Background: an optimization exercise with open tools, aiming at small area, a short achievable clock period and few clock cycles. Do not read the settings as production practice. Function was checked by simulation only, so behaviour that the tests miss may differ from the original. No activity file was given, so power comes from the tool's default toggle rates.

==> design/flow/config.mk <==
export PLATFORM = sky130hd
export DESIGN_NAME = island_engine
export DESIGN_NICKNAME = island_engine
export VERILOG_FILES = /design/flow/design.v
export SDC_FILE = /design/flow/constraint.sdc
export NUM_CORES = 4
export LEC_CHECK = 0
export CAP_MARGIN = 20
export CORE_MARGIN = 2
export CORE_UTILIZATION = 40
export SLEW_MARGIN = 20
==> design/flow/constraint.sdc <==
create_clock -name core_clock -period 10.0 [get_ports {clk}]
set_input_delay 2.0000 -clock core_clock [delete_from_list [all_inputs] [get_ports {clk}]]
set_output_delay 2.0000 -clock core_clock [all_outputs]
set_load 0.01 [all_outputs]
==> design/flow/standard.sh <==
#!/bin/bash
# synth_recipe.tcl (not shown) runs the flow's synth.tcl, then flattens the netlist and writes it again
# the make line also repeats each setting of config.mk as NAME=value (left out here)
make -C /OpenROAD-flow-scripts/flow DESIGN_CONFIG=/design/flow/config.mk WORK_HOME=/design/flow/orfs CLKGATE_MAP_FILE= SYNTH_SCRIPT=/design/flow/synth_recipe.tcl "${@:-finish}"
==> design/flow/design.v <==
module island_engine (
    input  wire         clk,
    input  wire         rst,
    input  wire         start_valid,
    output reg          start_ready,
    input  wire [63:0]  node_valid,
    input  wire [63:0]  node_lit,
    input  wire [7:0]   min_lit,
    input  wire [6:0]   lit_min,
    input  wire [7:0]   persist,
    input  wire         rebase,
    input  wire         br_valid,
    output reg          br_ready,
    input  wire [5:0]   br_a,
    input  wire [5:0]   br_b,
    input  wire         br_conn,
    input  wire         br_last,
    output reg          done,
    output reg  [6:0]   count,
    output reg  [6:0]   nlit,
    output reg  [6:0]   nvalid,
    output reg  [15:0]  open_br,
    output reg          eval_valid,
    output reg  [1:0]   kind,
    output reg          island_local,
    output reg  [6:0]   base,
    output reg  [6:0]   ref_count,
    output wire [383:0] root,
    output wire [63:0]  counted
);
    localparam S_IDLE = 3'd0;    
    localparam S_BR   = 3'd1;    
    localparam S_BULK = 3'd2;    
    localparam S_CNT  = 3'd3;    
    localparam S_WAIT = 3'd4;    
    localparam S_POST = 3'd5;    
    reg [2:0] state;
    reg       init;              
    wire [383:0] lab;
    reg [63:0] t;
    reg [63:0] v;
    reg [63:0] l;
    reg [7:0]  min_lit_q;
    reg [6:0]  lit_min_q;
    reg [7:0]  persist_q;
    reg        a_full;
    reg [5:0]  a_a, a_b;
    reg        a_conn, a_last;
    reg        got_last;         
    reg        r_full, r_first, r_used, r_conn, r_last;
    reg [5:0]  r_a, r_b, r_la, r_lb;
    reg        w_join, w_last;
    reg [5:0]  hi_w, lo_w;
    reg        x_join;
    reg [5:0]  hi_x, lo_x;
    localparam T_NONE = 3'd0, T_V = 3'd1, T_L = 3'd2, T_C = 3'd3, T_S = 3'd4;
    reg [3:0]  grp [0:7];
    reg [2:0]  g_tag;
    reg [5:0]  g_r;
    reg [6:0]  cnt;
    reg [2:0]  c_tag;
    reg [5:0]  c_r;
    reg [3:0]  ph;               
    reg [8:0]  acc;              
    reg        pend_rebase;
    reg [7:0]  up;
    reg [7:0]  down;
    assign counted     = l;
    assign root = lab;
    integer i, k;
    wire start_go = start_valid && start_ready;
    wire a_take   = br_valid && br_ready;
    wire a_go = (state == S_BR) && a_full && !got_last;
    wire [5:0] ua = r_first ? r_a : r_la;
    wire [5:0] ub = r_first ? r_b : r_lb;
    wire       ax  = x_join && (ua == hi_x);
    wire       bx  = x_join && (ub == hi_x);
    wire       aw  = w_join && (ax ? (lo_x == hi_w) : (ua == hi_w));
    wire       bw  = w_join && (bx ? (lo_x == hi_w) : (ub == hi_w));
    wire [1:0] ca  = aw ? 2'd2 : ax ? 2'd1 : 2'd0;
    wire [1:0] cb  = bw ? 2'd2 : bx ? 2'd1 : 2'd0;
    wire [5:0] la  = aw ? lo_w : ax ? lo_x : ua;
    wire [5:0] lb  = bw ? lo_w : bx ? lo_x : ub;
    reg        la_gt, la_ne;
    always @* begin
        case ({ca, cb})
            {2'd0, 2'd0}: begin la_gt = (ua > ub);     la_ne = (ua != ub);     end
            {2'd0, 2'd1}: begin la_gt = (ua > lo_x);   la_ne = (ua != lo_x);   end
            {2'd0, 2'd2}: begin la_gt = (ua > lo_w);   la_ne = (ua != lo_w);   end
            {2'd1, 2'd0}: begin la_gt = (lo_x > ub);   la_ne = (lo_x != ub);   end
            {2'd1, 2'd2}: begin la_gt = (lo_x > lo_w); la_ne = (lo_x != lo_w); end
            {2'd2, 2'd0}: begin la_gt = (lo_w > ub);   la_ne = (lo_w != ub);   end
            {2'd2, 2'd1}: begin la_gt = (lo_w > lo_x); la_ne = (lo_w != lo_x); end
            default:      begin la_gt = 1'b0;          la_ne = 1'b0;           end
        endcase
    end
    wire [5:0] hi_u = la_gt ? la : lb;
    wire [5:0] lo_u = la_gt ? lb : la;
    wire       join_u = r_full && r_used && r_conn && la_ne;
    reg [63:0] eq, sel, mark;
    always @* begin
        for (i = 0; i < 64; i = i + 1) begin
            eq[i]   = (lab[6*i +: 6] == hi_w);
            sel[i]  = init || (w_join && eq[i]);
            mark[i] = w_join && (eq[i] || lo_w == i[5:0]);
        end
    end
    wire [5:0] lo0 = lo_w & {6{!init}};
    wire [5:0] lo1 = lo_w | {6{init}};
    genvar gi;
    generate
        for (gi = 0; gi < 64; gi = gi + 1) begin : g_lab
            localparam integer W = (gi < 2) ? gi : (gi < 4) ? 2 : (gi < 8) ? 3 :
                                   (gi < 16) ? 4 : (gi < 32) ? 5 : 6;
            if (W == 0) begin : g_zero
                assign lab[6*gi +: 6] = 6'd0;
            end else begin : g_bits
                wire [5:0] idx = gi;
                wire [5:0] nl  = (lo0 & ~idx) | (lo1 & idx);
                reg  [W-1:0] q;
                always @(posedge clk)
                    if (sel[gi]) q <= nl[W-1:0];
                if (W == 6) begin : g_full
                    assign lab[6*gi +: 6] = q;
                end else begin : g_part
                    assign lab[6*gi +: 6] = {{(6-W){1'b0}}, q};
                end
            end
        end
    endgenerate
    wire        in_cnt = (state == S_CNT);
    wire        in_bulk = (state == S_BULK) && (ph[3:1] != 3'd0);
    wire [63:0] v_clr = in_cnt ? eq : ~t;
    wire [63:0] v_left = v & ~v_clr;
    reg  [5:0]  first_left;
    always @* begin
        first_left = 6'd0;
        for (i = 63; i >= 0; i = i - 1)
            if (v_left[i]) first_left = i[5:0];
    end
    wire        min1 = (min_lit_q == 8'd1);
    wire [63:0] pc_in = (ph == 4'd0) ? v :
                        l & ({64{ph == 4'd1}} | v_clr);
    reg  [3:0]  grp_c [0:7];
    reg  [7:0]  pb;
    reg         s0, c0, s1, c1, s2, c2, c3, s4, c4, c5;
    always @* begin
        for (i = 0; i < 8; i = i + 1) begin
            pb = pc_in[8*i +: 8];
            {c0, s0} = {1'b0, pb[0]} + {1'b0, pb[1]} + {1'b0, pb[2]};
            {c1, s1} = {1'b0, pb[3]} + {1'b0, pb[4]} + {1'b0, pb[5]};
            {c2, s2} = {1'b0, pb[6]} + {1'b0, pb[7]};
            {c3, grp_c[i][0]} = {1'b0, s0} + {1'b0, s1} + {1'b0, s2};
            {c4, s4} = {1'b0, c0} + {1'b0, c1} + {1'b0, c2};
            {c5, grp_c[i][1]} = {1'b0, s4} + {1'b0, c3};
            grp_c[i][2] = c4 ^ c5;
            grp_c[i][3] = c4 & c5;
        end
    end
    wire [6:0] grp_sum = ({3'd0, grp[0]} + {3'd0, grp[1]}) + ({3'd0, grp[2]} + {3'd0, grp[3]})
                   + ({3'd0, grp[4]} + {3'd0, grp[5]}) + ({3'd0, grp[6]} + {3'd0, grp[7]});
    wire ge = ({1'b0, cnt} >= min_lit_q);
    wire [2:0]  step = ph[2:0] - 3'd4;
    wire [6:0]  c100 = 7'd100;
    wire [9:0]  t_l = c100[step] ? {3'd0, nlit} : 10'd0;
    wire [9:0]  t_v = lit_min_q[step] ? {3'd0, nvalid} : 10'd0;
    wire [9:0]  acc_s = {acc[8], acc} + t_l - t_v;     
    wire        ev_step = (ph >= 4'd4) && (ph <= 4'd10);
    wire        ev_ready = (ph == 4'd11);
    wire       gt   = (count > ref_count);
    wire       lt   = (count < ref_count);
    wire       p0   = (persist_q == 8'd0);
    wire       upc  = ({1'b0, up} + 9'd1 >= {1'b0, persist_q});
    wire       dnc  = ({1'b0, down} + 9'd1 >= {1'b0, persist_q});
    wire       upf  = gt ? upc : p0;
    wire       dnf  = lt ? dnc : p0;
    wire       cgtb = (count > base);
    wire       rgtb = (ref_count > base);
    wire state_idle_n = rst || (state == S_POST) || (state == S_IDLE && !start_go);
    wire state_br_n   = !rst && ((state == S_IDLE && start_go) || (state == S_BR && !w_last));
    wire a_full_n     = !rst && (a_take || (a_full && !a_go));
    wire got_last_n   = start_go ? 1'b0 : (got_last || (a_go && a_last));
    always @(posedge clk) begin
        done <= 1'b0;
        init <= 1'b0;
        start_ready <= state_idle_n;
        br_ready    <= !a_full_n || (state_br_n && !got_last_n);
        a_full      <= a_full_n;
        got_last    <= got_last_n;
        if (a_take) begin
            a_a    <= br_a;
            a_b    <= br_b;
            a_conn <= br_conn;
            a_last <= br_last;
        end
        r_full  <= a_go;
        r_first <= init;
        r_a     <= a_a;
        r_b     <= a_b;
        r_la    <= lab[6*a_a +: 6];
        r_lb    <= lab[6*a_b +: 6];
        r_used  <= v[a_a] && v[a_b];
        r_conn  <= a_conn;
        r_last  <= a_go && a_last;
        w_join <= join_u;
        w_last <= r_last;
        hi_w   <= hi_u;
        lo_w   <= lo_u;
        x_join <= w_join;
        hi_x   <= hi_w;
        lo_x   <= lo_w;
        if (r_full && r_used && !r_conn)
            open_br <= open_br + 16'd1;
        if (init) begin
            open_br <= 16'd0;
            count   <= 7'd0;
        end
        for (k = 0; k < 64; k = k + 1)
            t[k] <= !init && (t[k] || mark[k]);
        for (i = 0; i < 8; i = i + 1)
            grp[i] <= grp_c[i];
        g_tag <= T_NONE;
        if (state == S_BR || state == S_BULK || state == S_CNT) begin
            if (ph == 4'd0) g_tag <= T_V;
            if (ph == 4'd1) g_tag <= T_L;
        end
        g_r   <= hi_w;
        cnt   <= grp_sum;
        c_tag <= g_tag;
        c_r   <= g_r;
        if (c_tag == T_V) nvalid <= cnt;
        if (c_tag == T_L) nlit   <= cnt;
        if (c_tag == T_S && min1) count <= cnt;
        if (c_tag == T_C && ge) count <= count + 7'd1;
        if (ph != 4'd15 && state != S_IDLE) ph <= ph + 4'd1;
        if (ev_step) acc <= acc_s[9:1];
        if (ev_ready) eval_valid <= (nvalid != 7'd0) && !acc[8];
        if (in_cnt || in_bulk) v <= v_left;
        for (k = 0; k < 64; k = k + 1) begin
            if ((in_cnt || (in_bulk && !min1)) && v_clr[k])
                l[k] <= 1'b0;
            else if (c_tag == T_C && c_r == k[5:0])
                l[k] <= ge;
        end
        case (state)
            S_IDLE: begin
                if (start_go) begin
                    v         <= node_valid;
                    l         <= node_lit & node_valid;
                    min_lit_q <= min_lit;
                    lit_min_q <= lit_min;
                    persist_q <= persist;
                    pend_rebase <= pend_rebase | rebase;
                    init        <= 1'b1;
                    ph          <= 4'd0;
                    acc         <= 9'd0;
                    state       <= S_BR;
                end
            end
            S_BR: begin
                if (w_last)
                    state <= S_BULK;
            end
            S_BULK: begin
                if (in_bulk) begin
                    g_tag <= T_S;
                    hi_w  <= first_left;
                    state <= (v_left == 64'd0) ? S_WAIT : S_CNT;
                end
            end
            S_CNT: begin
                g_tag <= T_C;
                hi_w  <= first_left;
                if (v_left == 64'd0)
                    state <= S_WAIT;
            end
            S_WAIT: begin
                if (g_tag == T_NONE && ph >= 4'd12)
                    state <= S_POST;
            end
            S_POST: begin
                if (eval_valid) begin
                    if (pend_rebase) begin
                        pend_rebase  <= 1'b0;
                        base         <= count;
                        ref_count    <= count;
                        up           <= 8'd0;
                        down         <= 8'd0;
                        island_local <= 1'b0;
                        kind         <= 2'd3;
                    end else begin
                        up           <= upf ? 8'd0 : gt ? up + 8'd1 : 8'd0;
                        down         <= dnf ? 8'd0 : lt ? down + 8'd1 : 8'd0;
                        if (upf || dnf)
                            ref_count <= count;
                        kind         <= dnf ? 2'd2 : upf ? 2'd1 : 2'd0;
                        island_local <= (upf || dnf) ? cgtb : rgtb;
                    end
                end else begin
                    kind <= 2'd0;
                end
                done  <= 1'b1;
                state <= S_IDLE;
            end
            default: state <= S_IDLE;
        endcase
        if (rst) begin
            state        <= S_IDLE;
            r_full       <= 1'b0;
            r_last       <= 1'b0;
            w_join       <= 1'b0;
            w_last       <= 1'b0;
            x_join       <= 1'b0;
            g_tag        <= T_NONE;
            c_tag        <= T_NONE;
            done         <= 1'b0;
            init         <= 1'b0;
            pend_rebase  <= 1'b1;
            up           <= 8'd0;
            down         <= 8'd0;
            base         <= 7'd0;
            ref_count    <= 7'd0;
            island_local <= 1'b0;
        end
    end
endmodule
==> design/flow/flow/run.sh <==
#!/bin/bash
set -euo pipefail
export SETUP_SLACK_MARGIN=6.4
export BUFFER_PORTS_ARGS="-buffer_cell sky130_fd_sc_hd__buf_1"
bash standard.sh > standard_flow.log 2>&1
==> impl_metrics.yaml, run 1 <==
floorplan:
  die_w_um: 339.3
  rows: 123
  initial_core_util_pct: 40.15
  die_area_um2: 115200
  io_pins: 676
  coreArea_um2: 112000
  die_h_um: 339.3
sta:
  finClkSkew_ns: 0.04220
  hold_viol: 0
  setup_tns_ns: 0
  finalSetupViolCount: 0
  max_slew_margin_pct: 12.93
  fin_crit_ns: 3.705
  fin_crit_sh_pct: 37.05
  rsz0062_at_grt: "yes"
  max_freq_ghz: 0.2699
  report.final.slew_viol_count: 0
  worstMarginPinSlew_ns: 1.296
  layout_setup_ws_ns: 6.295
clock_network:
  numCtsBuffers: 85
  path_clk_slew_ns: 0.07
  cts_tree: "done"
  cts_root_buf: "clkbuf_16"
  cts_buffer_depth: 3
  cts-htree-levels: 3
  cts.sinks: 751
  clk_latency_ns: 0.71
  hold_buffers: 0
critical_path:
  worstPathArrival_ns: 4.28
  crit_buf_inv: 3
  path_delay_family: "adder cells"
  end_kind: "flip-flop"
  critPathMaxFanout: 20
  critPathRequiredTime_ns: 10.58
  path_cells: "buf_16, xor2_1, nor4_2, buf_4, nor3b_4, nand2_2, o21ai_4, o21ai_1, nor2_1, a21oi_1, fa_1, inv_1, fa_1, ha_1, ha_1"
  slowest_delay_ns: 0.56
  path_class: "flip-flop to flip-flop"
  setup.worst_path.start_class: "flip-flop"
  critPathSlowestCell: "fa_1"
cells_and_area:
  fillers: 10620
  final_cell_mix: "buf_1, edfxtp_1, nand2_1"
  layout.nets: 5142
  final_common_cell: "buf_1"
  syn_to_final_growth_pct: 17.63
  final_layout_size_suffix_gt1_share_pct: 14.78
drt:
  via_count: 39440
  viasPerCell: 6.206
  drt_iter0_drc: 5041
  first_pass_iters: 8
  wl_um: 199700
  wl_per_cell_um: 31.43
  drtAntennaViolNets: 0
  drc: 0
global_routing:
  grt_pass1_wl_um: 276300
  grt_pass1_vias: 37090
  antenna_found_initial: 12
  grt_max_degree: 103
  grt-ovfl-total: 0
  grtUsageTotal_pct: 33.12
place:
  gp_congestion: 0.9963
  io_buffer_count: 612
  place_ws_ns: 4.934
  dpl.hpwl_um: 143500
hold_path:
  min_path_type: "flip-flop to flip-flop"
power:
  p_leak_nw: 19.35
  powerDensity_nw_per_um2: 268.0
  peakVddDrop_v: 0.0002336
  finalPower_w: 0.01418
yosys:
  synth.cell_area_um2: 44980
  syn_inst: 4204
  synth-seq-cells: 751
  yosysSeqAreaShare_pct: 41.92
  post_synth_num_cell_types: 98
  synthFlopType: "edfxtp_1"
  avgSynthCellArea_um2: 10.70
  async_flop_share_pct: 0
  ys_warn_count: 3
  synth-edff-count: 382
outcome:
  status: "timing/DRC/antenna clean"
flow_run:
  drv_cap: 0
routing by layer:
layer	vias to the layer above	global-route usage [%]	wire length (um)	share of wire [%]
met1	19290	41.30	71450	36
li1	16490	-	-	-
met2	2925	52.07	90440	45
met5	-	0	85	0.043
met3	717	8.384	23540	12
met4	14	19.45	14190	7.1
worst paths after layout:
check	start	end	slack (ns)	cells past startpoint
worst min register to register	a_conn	r_conn	0.34	0
worst max register to register	hi_w[0]	grp[5][2]	6.30	15
worst max-delay path	hi_w[0]	grp[5][2]	6.30	15
worst min-delay path	a_conn	r_conn	0.34	0
per-stage QoR:
| step | cell area [um^2] | util, % | hold WS, ns | instances |
|---|---|---|---|---|
| floorplan | 45240 | - | 0.3233 | 4266 |
| global placement | 48250 | 43.06 | 0.3326 | 6120 |
| detailed placement | 48260 | 43.07 | 0.3299 | 6120 |
| CTS | 52070 | 46.47 | 0.3480 | 6312 |
| global route | 52910 | 47.22 | 0.3626 | 6353 |
| finish | 52910 | 47.23 | 0.3445 | 6355 |
synth_stat cells (7+ instances only):
library cell | count | area (um^2)
o31ai_1 | 66 | 495.5
buf_4 | 67 | 503.0
o21a_1 | 16 | 120.1
a21o_1 | 31 | 232.7
nor3_1 | 102 | 510.5
nor2_1 | 268 | 1006
a22o_1 | 11 | 96.34
mux2i_1 | 42 | 420.4
mux2_2 | 11 | 123.9
and2_1 | 29 | 181.4
mux4_2 | 247 | 5563
and3_1 | 58 | 362.9
xor2_1 | 247 | 2163
or3_1 | 14 | 87.58
nor3b_1 | 13 | 97.59
nand3_1 | 175 | 875.8
o22ai_1 | 49 | 306.5
nand4_1 | 26 | 162.7
a211oi_1 | 13 | 97.59
inv_1 | 152 | 570.6
nor4_1 | 38 | 237.7
nand2b_1 | 93 | 581.8
a21oi_1 | 280 | 1401
edfxtp_1 | 382 | 11470
fa_1 | 62 | 1241
nor4_2 | 9 | 112.6
a22oi_1 | 9 | 67.56
a31oi_1 | 39 | 244.0
buf_1 | 42 | 157.7
a221oi_1 | 12 | 105.1
and4_1 | 10 | 87.58
dfxtp_1 | 369 | 7387
xnor2_1 | 137 | 1200
o21ai_0 | 191 | 955.9
clkbuf_1 | 155 | 581.8
o22a_1 | 7 | 61.31
ha_1 | 128 | 1602
buf_6 | 31 | 349.1
or2_2 | 13 | 81.33
nor2b_1 | 33 | 206.5
buf_2 | 26 | 130.1
nand2_1 | 366 | 1374
layout make-up:
class                           instances  area [um^2]  share of cell area, %
Clock buffer                          114         2337                  4.417
Multi-Input combinational cell       3038        24880                  47.02
Tap cell                             1500         1877                  3.547
Sequential cell                       751        18910                  35.73
Clock inverter                         43        411.6                 0.7780
Timing Repair Buffer                  752         3885                  7.342
Antenna cell                            3        7.507                0.01419
Timing Repair inverter                  1        8.758                0.01655
Inverter                              153        600.6                  1.135
flip-flops by register name, summed over array words and instances, names as in the netlist, 8 cells and up:
register,count
t,64
g_lab.g_bits.q,321
open_br,16
down,8
grp,32
min_lit_q,8
persist_q,8
l,64
up,8
v,64
acc,9
where the power goes:
part,switching [W],leakage (nW),internal (W)
registers,0.000753,6.59,0.00394
logic,0.00391,11.4,0.00242
clock network,0.00140,1.34,0.00176
cells by family (layout without fill, tap and decap cells):
group           Yosys count  in the layout  share of synthesized area [%]
compound gates          808            808                          10.98
simple gates           1279           1279                          14.00
buf+inv                 477           1063                          5.215
flops                   751            751                          41.92
fa+ha+maj               190            190                          6.320
other cells               1             66                       0.008336
mux                     313            313                          14.04
xor+xnor                385            385                          7.513
what timing repair did:
item                       4_1_cts  5_1_grt
buffers inserted                30       35
pin swaps                       12       37
setup endpoints to repair      107       64
resized for setup              128       90
gates cloned                     5        5
worst reg2reg max path, cell delays in order (launching register included):
cell     delay, ns
dfxtp_4       0.40
buf_16        0.19
xor2_1        0.25
nor4_2        0.32
buf_4         0.18
nor3b_4       0.22
nand2_2       0.10
o21ai_4       0.12
o21ai_1       0.14
nor2_1        0.12
a21oi_1       0.07
fa_1          0.56
inv_1         0.05
fa_1          0.38
ha_1          0.22
ha_1          0.26
Testbench counts, summed over its fixed seeds: cycles 19,605.
==> inputs of run 2 (changes only) <==
==> design/flow/flow/run.sh (replaced) <==
#!/bin/bash
set -euo pipefail
export SETUP_SLACK_MARGIN=6.3
export BUFFER_PORTS_ARGS="-buffer_cell sky130_fd_sc_hd__buf_1"
bash standard.sh > standard_flow.log 2>&1
--- a/design/flow/config.mk
+++ b/design/flow/config.mk
@@ -8,4 +8,6 @@
 export CAP_MARGIN = 20
 export CORE_MARGIN = 2
 export CORE_UTILIZATION = 40
+export CTS_CLUSTER_DIAMETER = 80
+export CTS_CLUSTER_SIZE = 25
 export SLEW_MARGIN = 20
==> impl_metrics.yaml, run 2 <==
outcome:
  status: "timing/DRC/antenna clean"
floorplan:
  io_pins: 676
  rows: 123
  die_area_um2: 115200
  die_w_um: 339.3
  initial_core_util_pct: 40.15
  die_h_um: 339.3
  coreArea_um2: 112000
sta:
  report.final.slew_viol_count: 0
  finClkSkew_ns: 0.05485
  rsz0062_at_grt: "yes"
  finalSetupViolCount: 0
  max_slew_margin_pct: 22.40
  worstMarginPinSlew_ns: 1.164
  setup_tns_ns: 0
  fin_crit_sh_pct: 37.46
  hold_viol: 0
  fin_crit_ns: 3.746
  max_freq_ghz: 0.2669
  holdWs_ns: 0.3387
clock_network:
  path_clk_slew_ns: 0.11
  cts_buffer_depth: 3
  cts_root_buf: "clkbuf_16"
  cts.sinks: 751
  numCtsBuffers: 46
  cts_tree: "done"
  clk_latency_ns: 0.71
  cts-htree-levels: 2
critical_path:
  reg2reg_slack_ns: 6.25
  path_delay_family: "adder cells"
  setup.worst_path.start_class: "flip-flop"
  end_kind: "flip-flop"
  critical_path_depth: 13
  critPathRequiredTime_ns: 10.59
  rr_startpoint: "hi_w[4]"
  r2r_end: "grp[5][2]"
  slowest_delay_ns: 0.53
  path_class: "flip-flop to flip-flop"
  path_cells: "buf_16, xor2_1, nor4_4, nor3b_2, a21oi_1, nand2_1, and3_1, a21oi_1, fa_1, inv_1, fa_1, ha_1, ha_1"
  crit_buf_inv: 2
  worstPathArrival_ns: 4.33
  critPathSlowestCell: "fa_1"
  critPathMaxFanout: 40
  reg2regPathDepth: 13
place:
  io_buffer_count: 612
  dpl.cell_count: 6124
  placed_cell_area_um2: 48290
  gp_congestion: 1.005
  dpl.hpwl_um: 146100
global_routing:
  grt-ovfl-total: 0
  grt_util_met1_pct: 40.64
  antenna_found_initial: 14
  gr-max-usage-layer: "met2"
  grt_pass1_wl_um: 276300
  grtUsageTotal_pct: 33.14
  grt_max_degree: 134
  grt_pass1_vias: 36710
  grt_use_met2_pct: 52.13
  grtUsageMet3_pct: 8.356
cells_and_area:
  syn_to_final_growth_pct: 13.77
  layout.nets: 5081
  max_flop_register: "g_lab.g_bits.q"
  final_layout_size_suffix_gt1_share_pct: 12.75
  final_common_cell: "buf_1"
  final_area_um2: 51180
  fillers: 10730
  final_cell_count_no_fill: 6265
  largest_reg_flops: 321
  final_util_pct: 45.68
  final_cell_mix: "buf_1, edfxtp_1, nand2_1"
yosys:
  synth.cell_area_um2: 44980
  yosysTopAreaCellShare_pct: 25.50
  synth.most_common_cell: "edfxtp_1"
  ys_top_cells_by_area: "edfxtp_1, dfxtp_1, mux4_2"
  yosysSeqAreaShare_pct: 41.92
  syn_inst: 4204
  synth-edff-count: 382
  synthFlopType: "edfxtp_1"
  yosysTopAreaCell: "edfxtp_1"
  synth-seq-cells: 751
  post_synth_num_cell_types: 98
  ys_warn_count: 3
  avgSynthCellArea_um2: 10.70
  async_flop_share_pct: 0
  synthTopCellsByCount: "edfxtp_1, dfxtp_1, nand2_1"
drt:
  drc: 0
  drtAntennaViolNets: 0
  drt_iter0_drc: 5153
  via_count: 39230
  wl_um: 200000
  viasPerCell: 6.262
  first_pass_iters: 6
  wl_per_cell_um: 31.92
hold_path:
  hold_depth: 0
  holdPathEnd: "r_conn"
  min-delay-start: "a_conn"
  min_path_type: "flip-flop to flip-flop"
power:
  p_leak_nw: 18.55
  powerDensity_nw_per_um2: 255.2
  peakVddDrop_v: 0.0003265
flow_run:
  drv_cap: 0
[run 2: per-layer routing]
metal	wire length [um]	share of wire [%]	vias to the layer above
li1	-	-	16330
met1	72210	36	19400
met2	90660	45	2829
met3	21840	11	660
met4	15230	7.6	8
met5	48	0.024	-
[run 2: timing repair]
action | CTS | global route
hold buffers | 0 | 0
resized for setup | 81 | 65
cloned | 3 | 4
setup buffers | 21 | 20
endpoints found under the setup margin | 143 | 61
pin swaps | 5 | 16
[run 2: worst max path at each step]
stage,startpoint,to,slack [ns]
after floorplan,ph[0],acc[8],6.31
after global placement,hi_w[2],grp[6][2],5.08
after detailed placement,hi_w[2],grp[6][2],5.09
after CTS,hi_w[3],grp[2][2],6.22
after global routing,hi_w[3],grp[5][2],6.20
final,hi_w[4],grp[5][2],6.25
[run 2: logic make-up (layout without fill, tap and decap cells)]
kind of cell / Yosys count / after routing / share of synthesized area [%]
simple gates: 1279 / 1281 / 14.00
compound gates: 808 / 808 / 10.98
flops: 751 / 751 / 41.92
buf+inv: 477 / 968 / 5.215
xor+xnor: 385 / 385 / 7.513
mux: 313 / 313 / 14.04
fa+ha+maj: 190 / 190 / 6.320
other cells: 1 / 69 / 0.008336
[run 2: report_power, final]
group	total (W)	internal, W	switching (W)	leakage [nW]
sequential	0.00471	0.00393	0.000778	6.59
clock	0.00226	0.000988	0.00127	0.796
combinational	0.00609	0.00233	0.00376	11.2
[run 2: cell type report]
cell class / count / area (um^2) / share of cell area [%]
multi-input combinational: 3040 / 24570 / 48.01
sequential: 751 / 18900 / 36.94
clock inverter: 31 / 397.9 / 0.7775
clock buffer: 55 / 1227 / 2.398
timing repair inverter: 1 / 8.758 / 0.01711
inverter: 153 / 600.6 / 1.174
timing repair buffer: 728 / 3573 / 6.983
antenna: 6 / 15.01 / 0.02934
tap: 1500 / 1877 / 3.667
[run 2: per-stage QoR]
stage,setup slack (ns),total power [W]
after floorplan,6.306,0.008210
after global routing,6.202,0.01364
after global placement,5.080,0.01008
final,6.254,0.01306
after CTS,6.216,0.01272
after detailed placement,5.086,0.01016
==> inputs of run 3 (changes only) <==
--- a/design/flow/design.v
+++ b/design/flow/design.v
@@ -216,7 +216,7 @@
             count   <= 7'd0;
         end
         for (k = 0; k < 64; k = k + 1)
-            t[k] <= !init && (t[k] || mark[k]);
+            t[k] <= init ? (min_lit_q == 8'd0) : (t[k] || mark[k]);
         for (i = 0; i < 8; i = i + 1)
             grp[i] <= grp_c[i];
         g_tag <= T_NONE;
==> impl_metrics.yaml, run 3 <==
outcome:
  status: "timing/DRC/antenna clean"
critical_path:
  worstPathArrival_ns: 4.17
  end_kind: "flip-flop"
  path_class: "flip-flop to flip-flop"
  critPathMaxFanout: 12
  setup.worst_path.start_class: "flip-flop"
  critPathRequiredTime_ns: 10.49
clock_network:
  cts_buffer_depth: 3
  cts_root_buf: "clkbuf_16"
  cts.sinks: 751
  hold_buffers: 0
  path_clk_slew_ns: 0.11
  numCtsBuffers: 47
  cts-htree-levels: 2
  clk_latency_ns: 0.71
  cts_tree: "done"
yosys:
  yosysTopAreaCell: "edfxtp_1"
  ys_top_cells_by_area: "edfxtp_1, dfxtp_1, mux4_2"
  yosysTopAreaCellShare_pct: 25.64
  ys_warn_count: 3
  synthTopCellsByCount: "edfxtp_1, dfxtp_1, nand2_1"
  async_flop_share_pct: 0
  avgSynthCellArea_um2: 10.72
  synth-seq-cells: 751
  syn_inst: 4174
  yosysSeqAreaShare_pct: 42.15
  post_synth_num_cell_types: 86
  synthFlopType: "edfxtp_1"
  synth.most_common_cell: "edfxtp_1"
  synth.cell_area_um2: 44740
  synth-edff-count: 382
power:
  powerDensity_nw_per_um2: 285.6
  peakVddDrop_v: 0.0002116
  p_leak_nw: 19.41
place:
  io_buffer_count: 612
  gp_congestion: 0.9981
  place_ws_ns: 5.054
  dpl.hpwl_um: 148400
  placed_cell_area_um2: 48370
sta:
  fin_crit_ns: 3.681
  report.final.slew_viol_count: 0
  max_slew_margin_pct: 18.12
  layout_setup_ws_ns: 6.319
  max_freq_ghz: 0.2717
  fin_crit_sh_pct: 36.81
  setup_tns_ns: 0
  holdWs_ns: 0.3697
  finalSetupViolCount: 0
  finClkSkew_ns: 0.05931
  worstMarginPinSlew_ns: 1.222
  hold_viol: 0
  rsz0062_at_grt: "yes"
floorplan:
  die_h_um: 338.4
  coreArea_um2: 110800
  die_w_um: 338.4
  rows: 122
  die_area_um2: 114500
  initial_core_util_pct: 40.37
  io_pins: 676
cells_and_area:
  final_layout_size_suffix_gt1_share_pct: 14.30
  final_area_um2: 51880
  layout.nets: 5093
  syn_to_final_growth_pct: 15.95
  max_flop_register: "g_lab.g_bits.q"
  final_common_cell: "buf_1"
  final_util_pct: 46.81
  final_cell_mix: "buf_1, edfxtp_1, dfxtp_1"
  largest_reg_flops: 321
global_routing:
  grt_pass1_vias: 37520
  antenna_found_initial: 17
  grt-ovfl-total: 0
  grtUsageTotal_pct: 33.87
  grt_pass1_wl_um: 280900
  grt_max_degree: 100
drt:
  drt_iter0_drc: 5329
  drc: 0
  wl_um: 203100
  via_count: 39770
  drtAntennaViolNets: 0
  first_pass_iters: 6
  wl_per_cell_um: 32.43
  viasPerCell: 6.351
hold_path:
  min_path_type: "flip-flop to flip-flop"
flow_run:
  drv_cap: 0
==> run 3: changes by cell type after synthesis, moves of 42 or more <==
cell,delta
a21o_1,+90
o21ai_0,+84
nand3_1,-79
nand2b_1,-72
xor2_1,+58
xnor2_1,-56
o221ai_1,+52
o22ai_1,-46
o31ai_1,-44
a221oi_1,+42
==> run 3: metal layers <==
| layer | vias up | global-route usage (%) | share of wire (%) |
|---|---|---|---|
| li1 | 16490 | - | - |
| met1 | 19740 | 41.27 | 36 |
| met2 | 2797 | 53.76 | 46 |
| met3 | 729 | 7.884 | 10 |
| met4 | 18 | 22.31 | 8.2 |
| met5 | - | 0 | 0.069 |
==> run 3: critical path, cell delays in order, from the launching register on <==
cell and delay [ns]:
dfxtp_4 0.37, clkbuf_4 0.20, buf_4 0.15, mux2i_4 0.34, buf_4 0.19, xnor2_1 0.07, or4_1 0.56, nor4b_1 0.41
a31oi_1 0.08, o22ai_1 0.20, a211oi_2 0.06, buf_6 0.17, mux2_2 0.32, nand4b_1 0.32
==> run 3: where the power goes <==
| group | internal, W | total, W | leakage [nW] | switching, W |
|---|---|---|---|---|
| clock | 0.00104 | 0.00233 | 0.827 | 0.00129 |
| combinational | 0.00291 | 0.00749 | 12.0 | 0.00458 |
| sequential | 0.00406 | 0.00500 | 6.59 | 0.000937 |
==> run 3: layout make-up <==
| cell class | count | area, um^2 |
|---|---|---|
| fill | 10490 | 58940 |
| sequential | 751 | 18910 |
| clock buffer | 56 | 1252 |
| antenna | 4 | 10.01 |
| clock inverter | 30 | 457.9 |
| timing repair buffer | 772 | 3999 |
| multi-input combinational | 3004 | 24790 |
| inverter | 157 | 596.8 |
| tap | 1488 | 1862 |
==> run 3: path summary, 6_finish.rpt <==
check                           startpoint  slack, ns       to  depth (start not counted)
worst min register to register      a_conn       0.37   r_conn                          0
worst max register to register     r_first       6.32  hi_w[0]                         13
worst max-delay path               r_first       6.32  hi_w[0]                         13
worst min-delay path                a_conn       0.37   r_conn                          0
==> run 3: through the flow <==
step / total power, W / cells
floorplan: 0.009099 / 4236
global placement: 0.01155 / 6091
detailed placement: 0.01162 / 6091
CTS: 0.01441 / 6218
global route: 0.01562 / 6258
finish: 0.01482 / 6262
==> run 3: logic make-up (layout without fill, tap and decap cells) <==
logic type               after synthesis  after routing  share of synthesized area (%)
AO/OA/AOI/OAI                        989            989                          13.83
XOR/XNOR                             386            386                          7.556
adder cells (fa/ha/maj)              190            190                          6.354
buffers and inverters                484           1015                          4.793
flip-flops                           751            751                          42.15
multiplexers                         301            301                          13.81
other                                  1             67                       0.008382
AND/OR/NAND/NOR                     1072           1075                          11.50
==> run 3: timing repair <==
item | in CTS | in global routing
resized for setup | 102 | 78
cloned | 6 | 4
setup buffers | 35 | 36
endpoints found under the setup margin | 86 | 49
pin swaps | 9 | 21
Testbench counts of run 3, summed over its fixed seeds: cycles 19,605.
==> inputs of run 4 (changes only) <==
--- a/design/flow/config.mk
+++ b/design/flow/config.mk
@@ -10,4 +10,5 @@
 export CORE_UTILIZATION = 40
 export CTS_CLUSTER_DIAMETER = 80
 export CTS_CLUSTER_SIZE = 25
+export PLACE_DENSITY = 0.7
 export SLEW_MARGIN = 20
==> impl_metrics.yaml, run 4 <==
outcome:
  status: "timing/DRC/antenna clean"
sta:
  fin_crit_sh_pct: 37.96
  rsz0062_at_grt: "yes"
  finalSetupViolCount: 0
  setup_tns_ns: 0
  max_slew_margin_pct: 15.75
  hold_viol: 0
  max_freq_ghz: 0.2634
  worstMarginPinSlew_ns: 1.264
  report.final.slew_viol_count: 0
  layout_setup_ws_ns: 6.204
  fin_crit_ns: 3.796
  finClkSkew_ns: 0.06101
global_routing:
  gr-max-usage-layer: "met2"
  grt_pass1_wl_um: 288300
  antenna_found_initial: 16
  grt-ovfl-total: 0
  grt_pass1_vias: 37880
  grtUsageMet3_pct: 11.26
  grt_max_degree: 116
  grt_use_met2_pct: 52.39
  grt_util_met1_pct: 41.56
  grtUsageTotal_pct: 34.79
drt:
  drt_iter0_drc: 5768
  wl_um: 208800
  first_pass_iters: 6
  via_count: 40680
  wl_per_cell_um: 33.34
  viasPerCell: 6.496
  drtAntennaViolNets: 0
  drc: 0
floorplan:
  initial_core_util_pct: 40.37
  die_area_um2: 114500
  coreArea_um2: 110800
  die_w_um: 338.4
  die_h_um: 338.4
  rows: 122
  io_pins: 676
cells_and_area:
  final_cell_count_no_fill: 6262
  final_util_pct: 46.70
  syn_to_final_growth_pct: 15.66
  max_flop_register: "g_lab.g_bits.q"
  layout.nets: 5093
  fillers: 10390
  final_common_cell: "buf_1"
  final_layout_size_suffix_gt1_share_pct: 14.11
  largest_reg_flops: 321
  final_area_um2: 51750
  final_cell_mix: "buf_1, edfxtp_1, dfxtp_1"
critical_path:
  setup.worst_path.start_class: "flip-flop"
  worstPathArrival_ns: 4.38
  worst_path_most_repeated_cell: "buf_12"
  crit_buf_inv: 4
  critPathRequiredTime_ns: 10.58
  path_cells: "buf_12, buf_16, buf_12, xor2_1, nor4_2, a31oi_1, buf_4, a2111oi_1, nand3_1, nor4_4, nand4b_1, a21o_1"
  critPathMaxFanout: 8
  path_class: "flip-flop to flip-flop"
  path_delay_family: "simple AND/OR/NAND/NOR gates"
  critPathSlowestCell: "a2111oi_1"
  end_kind: "flip-flop"
  slowest_delay_ns: 0.58
yosys:
  yosysTopAreaCellShare_pct: 25.64
  synth.most_common_cell: "edfxtp_1"
  synth-seq-cells: 751
  yosysSeqAreaShare_pct: 42.15
  synth-edff-count: 382
  synth.cell_area_um2: 44740
  synthTopCellsByCount: "edfxtp_1, dfxtp_1, nand2_1"
  syn_inst: 4174
  ys_top_cells_by_area: "edfxtp_1, dfxtp_1, mux4_2"
  ys_warn_count: 3
  avgSynthCellArea_um2: 10.72
  yosysTopAreaCell: "edfxtp_1"
  post_synth_num_cell_types: 86
  synthFlopType: "edfxtp_1"
  async_flop_share_pct: 0
power:
  p_leak_nw: 19.37
  powerDensity_nw_per_um2: 289.3
  peakVddDrop_v: 0.0002262
clock_network:
  path_clk_slew_ns: 0.09
  cts_buffer_depth: 3
  cts-htree-levels: 2
  clk_latency_ns: 0.71
  cts_tree: "done"
  numCtsBuffers: 45
  cts.sinks: 751
  hold_buffers: 0
  cts_root_buf: "clkbuf_16"
place:
  dpl.cell_count: 6104
  place_ws_ns: 4.878
  dpl.hpwl_um: 151700
  io_buffer_count: 612
  gp_congestion: 1.019
  placed_cell_area_um2: 48490
flow_run:
  drv_cap: 0
hold_path:
  min_path_type: "flip-flop to flip-flop"
==> run 4: changes by cell type in the layout (fill, tap and decap cells not counted), moves of 4 or more <==
| cell | before | now |
|---|---|---|
| a21oi_1 | 264 | 275 |
| a21oi_2 | 23 | 12 |
| buf_4 | 125 | 120 |
| buf_6 | 5 | 10 |
| buf_8 | 0 | 4 |
| clkinv_4 | 5 | 1 |
| inv_6 | 3 | 8 |
| mux2i_2 | 1 | 8 |
| mux2i_4 | 9 | 2 |
| nor3_1 | 69 | 73 |
==> run 4: report_power, final <==
part	leakage (nW)	internal (W)	switching [W]	total (W)
Sequential	6.59	0.00406	0.000934	0.00500
Clock	0.761	0.000979	0.00126	0.00223
Combinational	12.0	0.00298	0.00475	0.00774
Total	19.4	0.00802	0.00694	0.0150
==> run 4: path summary, 6_finish.rpt <==
kind           start  cells after the start  slack (ns)       end
max          hi_w[5]                     12        6.20  state[1]
min           a_conn                      0        0.35    r_conn
max reg2reg  hi_w[5]                     12        6.20  state[1]
min reg2reg   a_conn                      0        0.35    r_conn
==> run 4: metal layers <==
metal | routed length, um | up-vias
met2 | 89550 | 3544
li1 | - | 16500
met3 | 28450 | 957
met1 | 70690 | 19660
met5 | 95 | -
met4 | 19990 | 14
==> run 4: metrics by stage <==
stage | power (W) | hold WS (ns)
6_report | 0.01497 | 0.3531
5_1_grt | 0.01567 | 0.3714
4_1_cts | 0.01441 | 0.3537
3_5_place_dp | 0.01171 | 0.3304
3_3_place_gp | 0.01157 | 0.3281
2_1_floorplan | 0.009099 | 0.3233
==> run 4: what timing repair did <==
action                     4_1_cts  5_1_grt
setup buffers                   29       32
pin swaps                       13       29
resized for setup              104       84
setup endpoints to repair      109      100
cloned                           5        4
==> run 4: logic make-up after synthesis <==
| kind of cell | after synthesis | synth area share, % |
|---|---|---|
| AOI/OAI and AO/OA | 989 | 13.83 |
| DFF | 751 | 42.15 |
| buffers and inverters | 484 | 4.793 |
| xor gates and xnor gates | 386 | 7.556 |
| adders and majority gates | 190 | 6.354 |
| and+or+nand+nor | 1072 | 11.50 |
| muxes | 301 | 13.81 |
| other | 1 | 0.008382 |
==> run 4: area by class of cell <==
class / count / area [um^2] / share of cell area [%]
multi-input combinational: 3001 / 24680 / 47.70
sequential: 751 / 18900 / 36.53
timing repair buffer: 777 / 4120 / 7.962
tap: 1488 / 1862 / 3.598
clock buffer: 56 / 1210 / 2.338
inverter: 157 / 605.6 / 1.170
clock inverter: 27 / 349.1 / 0.6746
antenna: 5 / 12.51 / 0.02418
==> inputs of run 5 (changes only) <==
==> design/flow/flow/run.sh (replaced) <==
#!/bin/bash
set -euo pipefail
export SETUP_SLACK_MARGIN=6.15
export BUFFER_PORTS_ARGS="-buffer_cell sky130_fd_sc_hd__buf_1"
bash standard.sh > standard_flow.log 2>&1
--- a/design/flow/config.mk
+++ b/design/flow/config.mk
@@ -10,5 +10,4 @@
 export CORE_UTILIZATION = 40
 export CTS_CLUSTER_DIAMETER = 80
 export CTS_CLUSTER_SIZE = 25
-export PLACE_DENSITY = 0.7
 export SLEW_MARGIN = 20
==> impl_metrics.yaml, run 5 <==
outcome:
  status: "timing/DRC/antenna clean"
yosys:
  yosysTopAreaCell: "edfxtp_1"
  syn_inst: 4174
  synth.most_common_cell: "edfxtp_1"
  synth-seq-cells: 751
  synth_fa_ha_area_share_pct: 6.354
  ys_warn_count: 3
  synth.cell_area_um2: 44740
  synth_compound_area_share_pct: 13.83
  yosysTopAreaCellShare_pct: 25.64
  yosysSeqAreaShare_pct: 42.15
  synth_xor_area_share_pct: 7.556
  ys_top_cells_by_area: "edfxtp_1, dfxtp_1, mux4_2"
  async_flop_share_pct: 0
  synth-edff-count: 382
  yosys.area_share.simple_pct: 11.50
  post_synth_num_cell_types: 86
  synth.area.mux_share_pct: 13.81
  synthFlopType: "edfxtp_1"
  synth_top_family_by_area: "compound AO/OA/AOI/OAI gates"
  synthTopCellsByCount: "edfxtp_1, dfxtp_1, nand2_1"
  avgSynthCellArea_um2: 10.72
critical_path:
  worstPathArrival_ns: 4.39
  crit_buf_inv: 4
  path_delay_family: "adder cells"
  path_class: "flip-flop to flip-flop"
  setup.worst_path.start_class: "flip-flop"
  critPathSlowestCell: "fa_1"
  critPathRequiredTime_ns: 10.58
  critical_path_depth: 14
  reg2reg_slack_ns: 6.20
  end_kind: "flip-flop"
  r2r_end: "grp[6][2]"
  critPathMaxFanout: 23
  endpoint: "grp[6][2]"
  reg2regPathDepth: 14
  slowest_delay_ns: 0.52
  rr_startpoint: "hi_w[3]"
  startpoint: "hi_w[3]"
  path_cells: "buf_16, xor2_1, nor4_1, buf_4, a31oi_1, buf_4, nand2_1, and3_1, a21oi_1, fa_1, inv_1, fa_1, ha_1, ha_1"
drt:
  via_count: 39430
  drtAntennaViolNets: 0
  first_pass_iters: 6
  drc: 0
  viasPerCell: 6.332
  wl_um: 200200
  drt_iter0_drc: 5297
  wl_per_cell_um: 32.14
cells_and_area:
  syn_to_final_growth_pct: 14.49
  largest_reg_flops: 321
  final_cell_mix: "buf_1, edfxtp_1, dfxtp_1"
  layout.nets: 5057
  final_common_cell: "buf_1"
  final_util_pct: 46.22
  final_layout_size_suffix_gt1_share_pct: 12.67
  max_flop_register: "g_lab.g_bits.q"
power:
  combPwrFrac_pct: 49.4
  p_int_w: 0.007965
  powerDensity_nw_per_um2: 286.3
  p_leak_nw: 19.23
  seq_power_share_pct: 34.0
  p_sw_share_pct: 45.68
  peakVddDrop_v: 0.0004109
  p_sw_w: 0.006699
  p_clk_share_pct: 16.5
floorplan:
  rows: 122
  die_h_um: 338.4
  io_pins: 676
  initial_core_util_pct: 40.37
  die_w_um: 338.4
  die_area_um2: 114500
  coreArea_um2: 110800
sta:
  setup_tns_ns: 0
  hold_viol: 0
  max_freq_ghz: 0.2630
  fin_crit_ns: 3.803
  worstMarginPinSlew_ns: 1.207
  report.final.slew_viol_count: 0
  fin_crit_sh_pct: 38.03
  rsz0062_at_grt: "yes"
  finClkSkew_ns: 0.06083
  finalSetupViolCount: 0
  max_slew_margin_pct: 19.13
place:
  gp_congestion: 1.012
  io_buffer_count: 612
  dpl.hpwl_um: 147400
global_routing:
  grt_use_met2_pct: 53.42
  antenna_found_initial: 9
  grt_max_degree: 121
  gr-max-usage-layer: "met2"
  grtUsageTotal_pct: 33.71
  grt_util_met1_pct: 40.72
  grt-ovfl-total: 0
  grt_pass1_vias: 37480
  grt_pass1_wl_um: 279500
  grtUsageMet3_pct: 6.856
clock_network:
  cts_buffer_depth: 3
  clk_latency_ns: 0.70
  path_clk_slew_ns: 0.10
  cts-htree-levels: 2
  numCtsBuffers: 48
  cts_root_buf: "clkbuf_16"
  hold_buffers: 0
  cts.sinks: 751
  cts_tree: "done"
hold_path:
  min-delay-start: "a_conn"
  min_path_type: "flip-flop to flip-flop"
flow_run:
  drv_cap: 0
==> run 5: cell types whose count changed in the layout (fill, tap and decap cells not counted), sizes merged <==
cell,before,now
clkinv,6,14
and3b,3,4
clkbuf,61,60
buf,770,732
bufbuf,2,3
inv,175,170
clkinvlp,1,0
diode,5,4
bufinv,2,4
==> run 5: stage by stage <==
stage	area (um^2)	total power [W]	hold WS (ns)	setup slack [ns]	cells
floorplan	44980	0.009094	0.3233	6.161	4236
CTS	50870	0.01436	0.3518	6.157	6208
global placement	48430	0.01150	0.3282	5.212	6101
finish	51220	0.01466	0.3486	6.197	6228
detailed placement	48440	0.01163	0.3285	5.129	6102
global route	51210	0.01543	0.3612	6.080	6224
==> run 5: per-layer routing <==
metal  vias to the layer above  share of wire, %
met5                         -             0.039
met4                        10               8.7
met3                       729                10
met2                      2850                46
met1                     19440                36
li1                      16410                 -
==> run 5: layout make-up <==
type                            count  area, um^2
Fill cell                       10600       59600
Multi-Input combinational cell   3002       24420
Sequential cell                   751       18900
Timing Repair Buffer              737        3596
Tap cell                         1488        1862
Clock buffer                       58        1355
Inverter                          157       603.1
Clock inverter                     31       476.7
Antenna cell                        4       10.01
==> run 5: cell families (layout without fill, tap and decap cells) <==
kind of cell / after synthesis / after routing
AOI/OAI and AO/OA: 989 / 989
xor gates and xnor gates: 386 / 386
adders and majority gates: 190 / 190
buffers and inverters: 484 / 983
DFF: 751 / 751
muxes: 301 / 301
other: 1 / 67
and+or+nand+nor: 1072 / 1073
==> run 5: worst min-delay path by stage <==
stage	slack (ns)	cells after the start	end
2_1_floorplan	0.32	0	r_conn
3_3_place_gp	0.33	0	r_conn
3_5_place_dp	0.33	0	r_conn
4_1_cts	0.35	0	r_conn
5_1_grt	0.36	0	r_conn
6_report	0.35	0	r_conn
==> run 5: power groups by stage <==
| stage | Clock, W | Combinational, W | Sequential [W] |
|---|---|---|---|
| floorplan | 0 | 0.00453 | 0.00457 |
| global placement | 0 | 0.00639 | 0.00511 |
| finish | 0.00242 | 0.00725 | 0.00499 |
| CTS | 0.00245 | 0.00693 | 0.00498 |
| detailed placement | 0 | 0.00652 | 0.00511 |
| global route | 0.00256 | 0.00787 | 0.00500 |
==> run 5: what timing repair did <==
| action | 4_1_cts | 5_1_grt |
|---|---|---|
| pin swaps | 2 | 5 |
| cloned | 4 | 1 |
| hold endpoints to repair | 0 | 0 |
| resized for setup | 82 | 35 |
| buffers inserted | 13 | 14 |
| setup endpoints to repair | 46 | 75 |
==> run 5: worst register-to-register path, cell delays in order (launching register included) <==
cell and delay (ns):
dfxtp_4 0.50, buf_16 0.26, xor2_1 0.18, nor4_1 0.48, buf_4 0.24, a31oi_1 0.09, buf_4 0.19, nand2_1 0.06
and3_1 0.17, a21oi_1 0.07, fa_1 0.52, inv_1 0.05, fa_1 0.41, ha_1 0.21, ha_1 0.27
==> inputs of run 6 (changes only) <==
==> design/flow/flow/run.sh (replaced) <==
#!/bin/bash
set -euo pipefail
export SETUP_SLACK_MARGIN=6.45
export BUFFER_PORTS_ARGS="-buffer_cell sky130_fd_sc_hd__buf_1"
bash standard.sh > standard_flow.log 2>&1
==> impl_metrics.yaml, run 6 <==
place:
  io_buffer_count: 612
  gp_congestion: 0.9910
  dpl.cell_count: 6091
  dpl.hpwl_um: 148200
floorplan:
  io_pins: 676
  rows: 122
  initial_core_util_pct: 40.37
  die_h_um: 338.4
  die_area_um2: 114500
  coreArea_um2: 110800
  die_w_um: 338.4
yosys:
  synth.area.mux_share_pct: 13.81
  synth.most_common_cell: "edfxtp_1"
  yosysSeqAreaShare_pct: 42.15
  avgSynthCellArea_um2: 10.72
  yosys.area_share.simple_pct: 11.50
  syn_inst: 4174
  ys_top_cells_by_area: "edfxtp_1, dfxtp_1, mux4_2"
  synth.cell_area_um2: 44740
  synth-seq-cells: 751
  ys_warn_count: 3
  synth_fa_ha_area_share_pct: 6.354
  synth_top_family_by_area: "compound AO/OA/AOI/OAI gates"
  yosysTopAreaCell: "edfxtp_1"
  synth_xor_area_share_pct: 7.556
  synth_compound_area_share_pct: 13.83
  post_synth_num_cell_types: 86
  synth-edff-count: 382
  synthTopCellsByCount: "edfxtp_1, dfxtp_1, nand2_1"
  synthFlopType: "edfxtp_1"
  async_flop_share_pct: 0
  yosysTopAreaCellShare_pct: 25.64
clock_network:
  numCtsBuffers: 50
  cts-htree-levels: 2
  path_clk_slew_ns: 0.12
  cts_buffer_depth: 3
  cts_tree: "done"
  cts.sinks: 751
  clk_latency_ns: 0.74
  cts_root_buf: "clkbuf_16"
drt:
  via_count: 40110
  drtAntennaViolNets: 0
  wl_um: 205500
  drc: 0
  wl_per_cell_um: 32.64
  viasPerCell: 6.370
  first_pass_iters: 6
  drt_iter0_drc: 5514
cells_and_area:
  final_common_cell: "buf_1"
  final_cell_mix: "buf_1, edfxtp_1, dfxtp_1"
  largest_reg_flops: 321
  multi_input_area_um2: 25030
  max_flop_register: "g_lab.g_bits.q"
  final_util_pct: 47.42
  seqCellArea_um2: 18910
  syn_to_final_growth_pct: 17.47
  layout.nets: 5121
  fillers: 10430
  final_cell_count_no_fill: 6297
  final_layout_size_suffix_gt1_share_pct: 15.57
critical_path:
  critPathRequiredTime_ns: 8.00
  critPathMaxFanout: 4
  end_kind: "output pin"
  crit_buf_inv: 1
  worstPathArrival_ns: 1.58
  path_class: "flip-flop to output pin"
  setup.worst_path.start_class: "flip-flop"
  slowest_delay_ns: 0.50
  critPathSlowestCell: "edfxtp_1"
  reg2reg_slack_ns: 6.43
  path_cells: "buf_1"
  path_delay_family: "flip-flops"
sta:
  finClkSkew_ns: 0.07948
  report.final.slew_viol_count: 0
  setup_tns_ns: 0
  max_freq_ghz: 0.2791
  max_slew_margin_pct: 15.45
  fin_crit_ns: 3.583
  hold_viol: 0
  rsz0062_at_grt: "yes"
  fin_crit_sh_pct: 35.83
  finalSetupViolCount: 0
  worstMarginPinSlew_ns: 1.258
hold_path:
  min_path_type: "flip-flop to flip-flop"
global_routing:
  grtUsageTotal_pct: 34.03
  antenna_found_initial: 14
  grt_pass1_vias: 37830
  grt_pass1_wl_um: 282800
  grt-ovfl-total: 0
  grt_max_degree: 118
power:
  powerDensity_nw_per_um2: 289.3
  p_leak_nw: 19.67
  peakVddDrop_v: 0.0002245
outcome:
  status: "timing/DRC/antenna clean"
flow_run:
  drv_cap: 0
[run 6: cell counts after synthesis]
No cell type changed its count.
[run 6: stage by stage]
stage	setup slack (ns)	instance area [um^2]	hold slack [ns]	total power (W)
6_report	6.417	52560	0.3508	0.01520
5_1_grt	6.325	52540	0.3548	0.01598
4_1_cts	6.369	51310	0.3504	0.01452
3_5_place_dp	5.134	48400	0.3285	0.01166
3_3_place_gp	5.147	48360	0.3239	0.01155
2_1_floorplan	6.451	45040	0.3233	0.009126
[run 6: repair_timing]
action,in CTS,in global routing
buffers inserted,37,55
gates cloned,4,8
setup endpoints to repair,105,86
pin swaps,19,39
hold buffers,0,0
resized for setup,139,110
[run 6: logic make-up after synthesis]
kind of cell	count (synthesis)
AO/OA/AOI/OAI	989
buffers and inverters	484
adder cells (fa/ha/maj)	190
AND/OR/NAND/NOR	1072
multiplexers	301
other	1
flip-flops	751
XOR/XNOR	386
[run 6: area by class of cell]
type	instances	area share, %
antenna	6	0.02857
clock buffer	59	2.526
clock inverter	35	1.019
inverter	157	1.145
multi-input combinational	3004	47.62
sequential	751	35.98
tap	1488	3.542
timing repair buffer	797	8.144
[run 6: power breakdown]
| group | internal (W) | switching, W | total, W |
|---|---|---|---|
| clock | 0.00108 | 0.00137 | 0.00245 |
| combinational | 0.00304 | 0.00473 | 0.00777 |
| sequential | 0.00406 | 0.000923 | 0.00498 |
| total | 0.00818 | 0.00703 | 0.0152 |
[run 6: per-layer routing]
layer	global-route usage (%)	part of all wire, %	vias to the layer above
met3	7.890	10	810
met4	24.45	8.8	12
li1	-	-	16550
met1	40.50	35	19770
met2	54.23	46	2978
met5	0	0.040	-
[run 6: path summary, 6_finish.rpt]
kind                                            start        end  depth (start not counted)
worst min-delay path                           a_conn     r_conn                          0
worst min register to register                 a_conn     r_conn                          0
worst max-delay path            g_lab[33].g_bits.q[4]  root[202]                          1
worst max register to register                hi_w[2]  grp[7][2]                         12
==> inputs of run 7 (changes only) <==
==> design/flow/flow/run.sh (replaced) <==
#!/bin/bash
set -euo pipefail
export SETUP_SLACK_MARGIN=6.3
export BUFFER_PORTS_ARGS="-buffer_cell sky130_fd_sc_hd__buf_1"
bash standard.sh > standard_flow.log 2>&1
--- a/design/flow/config.mk
+++ b/design/flow/config.mk
@@ -7,7 +7,7 @@
 export LEC_CHECK = 0
 export CAP_MARGIN = 20
 export CORE_MARGIN = 2
-export CORE_UTILIZATION = 40
+export CORE_UTILIZATION = 45
 export CTS_CLUSTER_DIAMETER = 80
 export CTS_CLUSTER_SIZE = 25
 export SLEW_MARGIN = 20
==> impl_metrics.yaml, run 7 <==
yosys:
  synthTopCellsByCount: "edfxtp_1, dfxtp_1, nand2_1"
  ys_top_cells_by_area: "edfxtp_1, dfxtp_1, mux4_2"
  yosysSeqAreaShare_pct: 42.15
  synth.most_common_cell: "edfxtp_1"
  yosysTopAreaCell: "edfxtp_1"
  synth-edff-count: 382
  syn_inst: 4174
  yosysTopAreaCellShare_pct: 25.64
  post_synth_num_cell_types: 86
  ys_warn_count: 3
  avgSynthCellArea_um2: 10.72
  synthFlopType: "edfxtp_1"
  synth-seq-cells: 751
  synth.cell_area_um2: 44740
  async_flop_share_pct: 0
place:
  io_buffer_count: 612
  gp_congestion: 1.006
  dpl.hpwl_um: 143800
drt:
  first_pass_iters: 6
  via_count: 39660
  wl_per_cell_um: 32.68
  drt_iter0_drc: 5270
  dr_wl_met3_um: 21430
  drc: 0
  wl_um: 197600
  drtAntennaViolNets: 0
  routed.top_layer: "met5"
  viasPerCell: 6.558
  met1_length_um: 68810
  met2_length_um: 90910
global_routing:
  grt_pass1_vias: 37600
  grt_max_degree: 107
  grtUsageTotal_pct: 37.39
  grt-ovfl-total: 0
  antenna_found_initial: 15
  grt_pass1_wl_um: 274900
floorplan:
  rows: 115
  die_w_um: 319.3
  die_h_um: 319.3
  coreArea_um2: 98420
  initial_core_util_pct: 45.46
  io_pins: 676
  die_area_um2: 102000
power:
  peakVddDrop_v: 0.0003183
  p_leak_nw: 19.28
  powerDensity_nw_per_um2: 286.8
  finalPower_w: 0.01471
clock_network:
  numCtsBuffers: 46
  cts_buffer_depth: 3
  clk_latency_ns: 0.70
  hold_buffers: 0
  cts.sinks: 751
  cts_tree: "done"
  path_clk_slew_ns: 0.10
  cts-htree-levels: 2
  cts_root_buf: "clkbuf_16"
cells_and_area:
  final_cell_mix: "buf_1, edfxtp_1, dfxtp_1"
  final_common_cell: "buf_1"
  syn_to_final_growth_pct: 14.67
  seqCellArea_um2: 18900
  final_util_pct: 52.13
  largest_reg_flops: 321
  max_flop_register: "g_lab.g_bits.q"
  layout.nets: 5075
  fillers: 9079
  multi_input_area_um2: 24750
  final_layout_size_suffix_gt1_share_pct: 13.76
sta:
  max_slew_margin_pct: 17.29
  fin_crit_ns: 3.709
  rsz0062_at_grt: "yes"
  setup_tns_ns: 0
  max_freq_ghz: 0.2696
  finClkSkew_ns: 0.05155
  holdWs_ns: 0.3536
  hold_viol: 0
  report.final.slew_viol_count: 0
  finalSetupViolCount: 0
  worstMarginPinSlew_ns: 1.232
  fin_crit_sh_pct: 37.09
critical_path:
  reg2reg_slack_ns: 6.29
  slowest_delay_ns: 0.57
  worstPathArrival_ns: 4.29
  critPathMaxFanout: 20
  rr_startpoint: "hi_w[3]"
  critPathSlowestCell: "or4_4"
  crit_buf_inv: 2
  critPathRequiredTime_ns: 10.58
  end_kind: "flip-flop"
  reg2regPathDepth: 12
  path_cells: "bufbuf_16, or4_4, nor2_4, a21oi_2, nand2_1, and3_1, a21oi_1, fa_1, inv_1, fa_1, ha_1, ha_1"
  setup.worst_path.start_class: "flip-flop"
  path_class: "flip-flop to flip-flop"
  path_delay_family: "adder cells"
  r2r_end: "grp[0][2]"
hold_path:
  hold_depth: 0
  holdPathEnd: "r_conn"
  min_path_type: "flip-flop to flip-flop"
  min-delay-start: "a_conn"
outcome:
  status: "timing/DRC/antenna clean"
flow_run:
  drv_cap: 0
run 7: cell types whose count changed in the layout (fill, tap and decap cells not counted), moves of 5 or more:
cell	previous run	this run
buf_16	11	6
nor4_1	21	30
a21oi_4	9	2
a21oi_1	258	268
nor2_1	243	248
inv_8	5	11
nor4_2	28	22
buf_4	141	110
inv_12	8	1
clkbuf_16	60	52
run 7: power breakdown:
part / internal (W) / leakage, nW / switching [W]
clock network: 0.000998 / 0.814 / 0.00126
logic: 0.00289 / 11.9 / 0.00462
registers: 0.00406 / 6.59 / 0.000886
total: 0.00795 / 19.3 / 0.00676
run 7: kinds of logic (layout without fill, tap and decap cells):
group                      Yosys count  in the layout  synth area share, %
and+or+nand+nor                   1072           1074                11.50
AOI/OAI and AO/OA                  989            989                13.83
DFF                                751            751                42.15
buffers and inverters              484            999                4.793
xor gates and xnor gates           386            386                7.556
muxes                              301            301                13.81
adders and majority gates          190            190                6.354
other                                1             70             0.008382
run 7: worst max path at each step:
stage,startpoint,to,slack [ns],depth (start not counted)
after floorplan,ph[0],acc[8],6.31,16
after global placement,hi_w[3],grp[7][2],5.31,12
after detailed placement,hi_w[3],grp[7][2],5.23,12
after CTS,hi_w[5],grp[7][2],6.28,14
after global routing,ph[0],acc[5],6.17,17
final,hi_w[3],grp[0][2],6.29,12
run 7: metal layers:
layer	up-vias	GRT usage (%)
met5	-	0
met1	19560	44.72
met2	2819	59.43
li1	16450	-
met4	12	25.70
met3	818	9.310
run 7: stage by stage:
| stage | std cells | cell area, um^2 | worst slack [ns] |
|---|---|---|---|
| CTS | 6021 | 50780 | 6.277 |
| global placement | 5897 | 48150 | 5.309 |
| global route | 6041 | 51290 | 6.172 |
| detailed placement | 5898 | 48160 | 5.234 |
| finish | 6047 | 51300 | 6.291 |
| floorplan | 4236 | 44990 | 6.310 |
run 7: cell type report:
type	count	share of cell area, %
antenna	7	0.03414
multi-input combinational	3003	48.24
clock inverter	34	0.8146
timing repair buffer	756	7.356
tap	1287	3.139
inverter	157	1.163
sequential	751	36.84
clock buffer	52	2.412
run 7: timing repair:
action                                  4_1_cts  5_1_grt
endpoints found under the setup margin      113       51
gates resized for setup                     118       67
gates cloned                                  4        3
buffers inserted                             33       15
pin swaps                                     7       22
run 7: worst reg2reg max path, stage by stage (launching register included):
cell and delay, ns:
dfxtp_4 0.43, bufbuf_16 0.35, or4_4 0.58, nor2_4 0.29
a21oi_2 0.20, nand2_1 0.09, and3_1 0.16, a21oi_1 0.05
fa_1 0.50, inv_1 0.06, fa_1 0.42, ha_1 0.21
ha_1 0.26
==> inputs of run 8 (changes only) <==
--- a/design/flow/config.mk
+++ b/design/flow/config.mk
@@ -7,7 +7,7 @@
 export LEC_CHECK = 0
 export CAP_MARGIN = 20
 export CORE_MARGIN = 2
-export CORE_UTILIZATION = 45
-export CTS_CLUSTER_DIAMETER = 80
-export CTS_CLUSTER_SIZE = 25
+export CORE_UTILIZATION = 40
+export CTS_CLUSTER_DIAMETER = 60
+export CTS_CLUSTER_SIZE = 20
 export SLEW_MARGIN = 20
==> impl_metrics.yaml, run 8 <==
clock_network:
  path_clk_slew_ns: 0.07
  numCtsBuffers: 80
  cts-htree-levels: 3
  hold_buffers: 0
  cts.sinks: 751
  cts_buffer_depth: 3
  cts_root_buf: "clkbuf_16"
  clk_latency_ns: 0.70
  cts_tree: "done"
yosys:
  syn_inst: 4174
  yosysTopAreaCell: "edfxtp_1"
  ys_warn_count: 3
  yosysTopAreaCellShare_pct: 25.64
  synth.most_common_cell: "edfxtp_1"
  synth-seq-cells: 751
  async_flop_share_pct: 0
  post_synth_num_cell_types: 86
  synthFlopType: "edfxtp_1"
  synthTopCellsByCount: "edfxtp_1, dfxtp_1, nand2_1"
  synth-edff-count: 382
  yosysSeqAreaShare_pct: 42.15
  ys_top_cells_by_area: "edfxtp_1, dfxtp_1, mux4_2"
  avgSynthCellArea_um2: 10.72
  synth.cell_area_um2: 44740
sta:
  max_freq_ghz: 0.2682
  hold_viol: 0
  holdWs_ns: 0.3446
  fin_crit_ns: 3.728
  report.final.slew_viol_count: 0
  worstMarginPinSlew_ns: 1.233
  finClkSkew_ns: 0.04790
  fin_crit_sh_pct: 37.28
  finalSetupViolCount: 0
  rsz0062_at_grt: "yes"
  max_slew_margin_pct: 17.28
  setup_tns_ns: 0
power:
  powerDensity_nw_per_um2: 298.5
  finalPower_w: 0.01585
  p_leak_nw: 19.96
  peakVddDrop_v: 0.0002255
critical_path:
  slowest_delay_ns: 0.47
  critPathSlowestCell: "dfxtp_2"
  path_class: "flip-flop to flip-flop"
  worstPathArrival_ns: 4.29
  reg2reg_slack_ns: 6.27
  worst_path_most_repeated_cell: "ha_1"
  reg2regPathDepth: 12
  critical_path_depth: 12
  path_delay_family: "simple AND/OR/NAND/NOR gates"
  critPathRequiredTime_ns: 10.56
  critPathMaxFanout: 25
  crit_buf_inv: 1
  end_kind: "flip-flop"
  path_cells: "buf_16, xnor2_1, nand4_1, nor2_2, a21boi_1, nand2_1, nand3_1, nand2_1, ha_1, fa_1, ha_1, ha_1"
  setup.worst_path.start_class: "flip-flop"
cells_and_area:
  final_cell_mix: "buf_1, edfxtp_1, dfxtp_1"
  final_common_cell: "buf_1"
  final_layout_size_suffix_gt1_share_pct: 15.38
  final_cell_count_no_fill: 6327
  largest_reg_flops: 321
  final_area_um2: 53080
  layout.nets: 5126
  max_flop_register: "g_lab.g_bits.q"
  syn_to_final_growth_pct: 18.65
drt:
  drc: 0
  drt_iter0_drc: 5146
  wl_um: 204700
  drtAntennaViolNets: 0
  viasPerCell: 6.339
  via_count: 40110
  wl_per_cell_um: 32.35
  first_pass_iters: 6
floorplan:
  initial_core_util_pct: 40.37
  rows: 122
  die_area_um2: 114500
  die_w_um: 338.4
  coreArea_um2: 110800
  die_h_um: 338.4
  io_pins: 676
global_routing:
  grt_pass1_wl_um: 282900
  grt_pass1_vias: 38130
  grt-ovfl-total: 0
  grt_max_degree: 100
  grtUsageTotal_pct: 34.15
  antenna_found_initial: 13
flow_run:
  drv_cap: 0
place:
  gp_congestion: 0.9981
  dpl.hpwl_um: 148400
  placed_cell_area_um2: 48370
  io_buffer_count: 612
  dpl.cell_count: 6091
hold_path:
  min_path_type: "flip-flop to flip-flop"
  hold_depth: 0
outcome:
  status: "timing/DRC/antenna clean"
==> run 8: path summary, 6_finish.rpt <==
check,from,to
worst min-delay path,a_conn,r_conn
worst max-delay path,hi_w[5],grp[7][2]
worst min register to register,a_conn,r_conn
worst max register to register,hi_w[5],grp[7][2]
==> run 8: worst reg2reg max path, stage by stage (launching register included) <==
cell and delay [ns]:
dfxtp_2 0.47, buf_16 0.26, xnor2_1 0.21, nand4_1 0.33, nor2_2 0.46, a21boi_1 0.34, nand2_1 0.13, nand3_1 0.08
nand2_1 0.17, ha_1 0.27, fa_1 0.39, ha_1 0.21, ha_1 0.27
==> run 8: where the power goes <==
group	switching (W)	internal, W
combinational	0.00465	0.00297
sequential	0.000945	0.00406
clock	0.00152	0.00170
total	0.00712	0.00873
==> run 8: cell type report <==
cell class,count,area (um^2)
fill,10380,57740
multi-input combinational,3004,24870
sequential,751,18900
timing repair buffer,772,4029
clock buffer,91,2127
tap,1488,1862
clock inverter,57,676.9
inverter,157,596.8
antenna,7,17.52
==> run 8: logic make-up after synthesis <==
family	after synthesis	share of synthesized area, %
and+or+nand+nor	1072	11.50
AOI/OAI and AO/OA	989	13.83
DFF	751	42.15
buffers and inverters	484	4.793
xor gates and xnor gates	386	7.556
muxes	301	13.81
adders and majority gates	190	6.354
other	1	0.008382
==> run 8: repair_timing <==
item / CTS / global route
setup endpoints to repair: 90 / 47
pin swaps: 9 / 21
gates resized for setup: 106 / 86
buffers inserted: 44 / 23
hold endpoints to repair: 0 / 0
gates cloned: 7 / 5
==> run 8: through the flow <==
step           utilization [%]  setup slack (ns)
4_1_cts                  47.20             6.269
3_3_place_gp             43.64             5.098
5_1_grt                  47.89             6.230
6_report                 47.90             6.272
3_5_place_dp             43.65             5.054
2_1_floorplan                -             6.310
==> run 8: per-layer routing <==
| metal | vias to the layer above | global-route usage (%) | part of all wire (%) |
|---|---|---|---|
| met5 | - | 0 | 0.099 |
| met2 | 2934 | 54.09 | 46 |
| met3 | 742 | 8.446 | 10 |
| li1 | 16610 | - | - |
| met1 | 19820 | 41.12 | 35 |
| met4 | 12 | 23.15 | 7.9 |

Setup slack of run 8, layout unchanged: 6.272 ns with ideal ports, 6.272 ns with driving cells assumed (clock clkbuf_16, inputs buf_2), 5.705 ns with port delays also shifted by the 0.752 ns mid clock arrival.
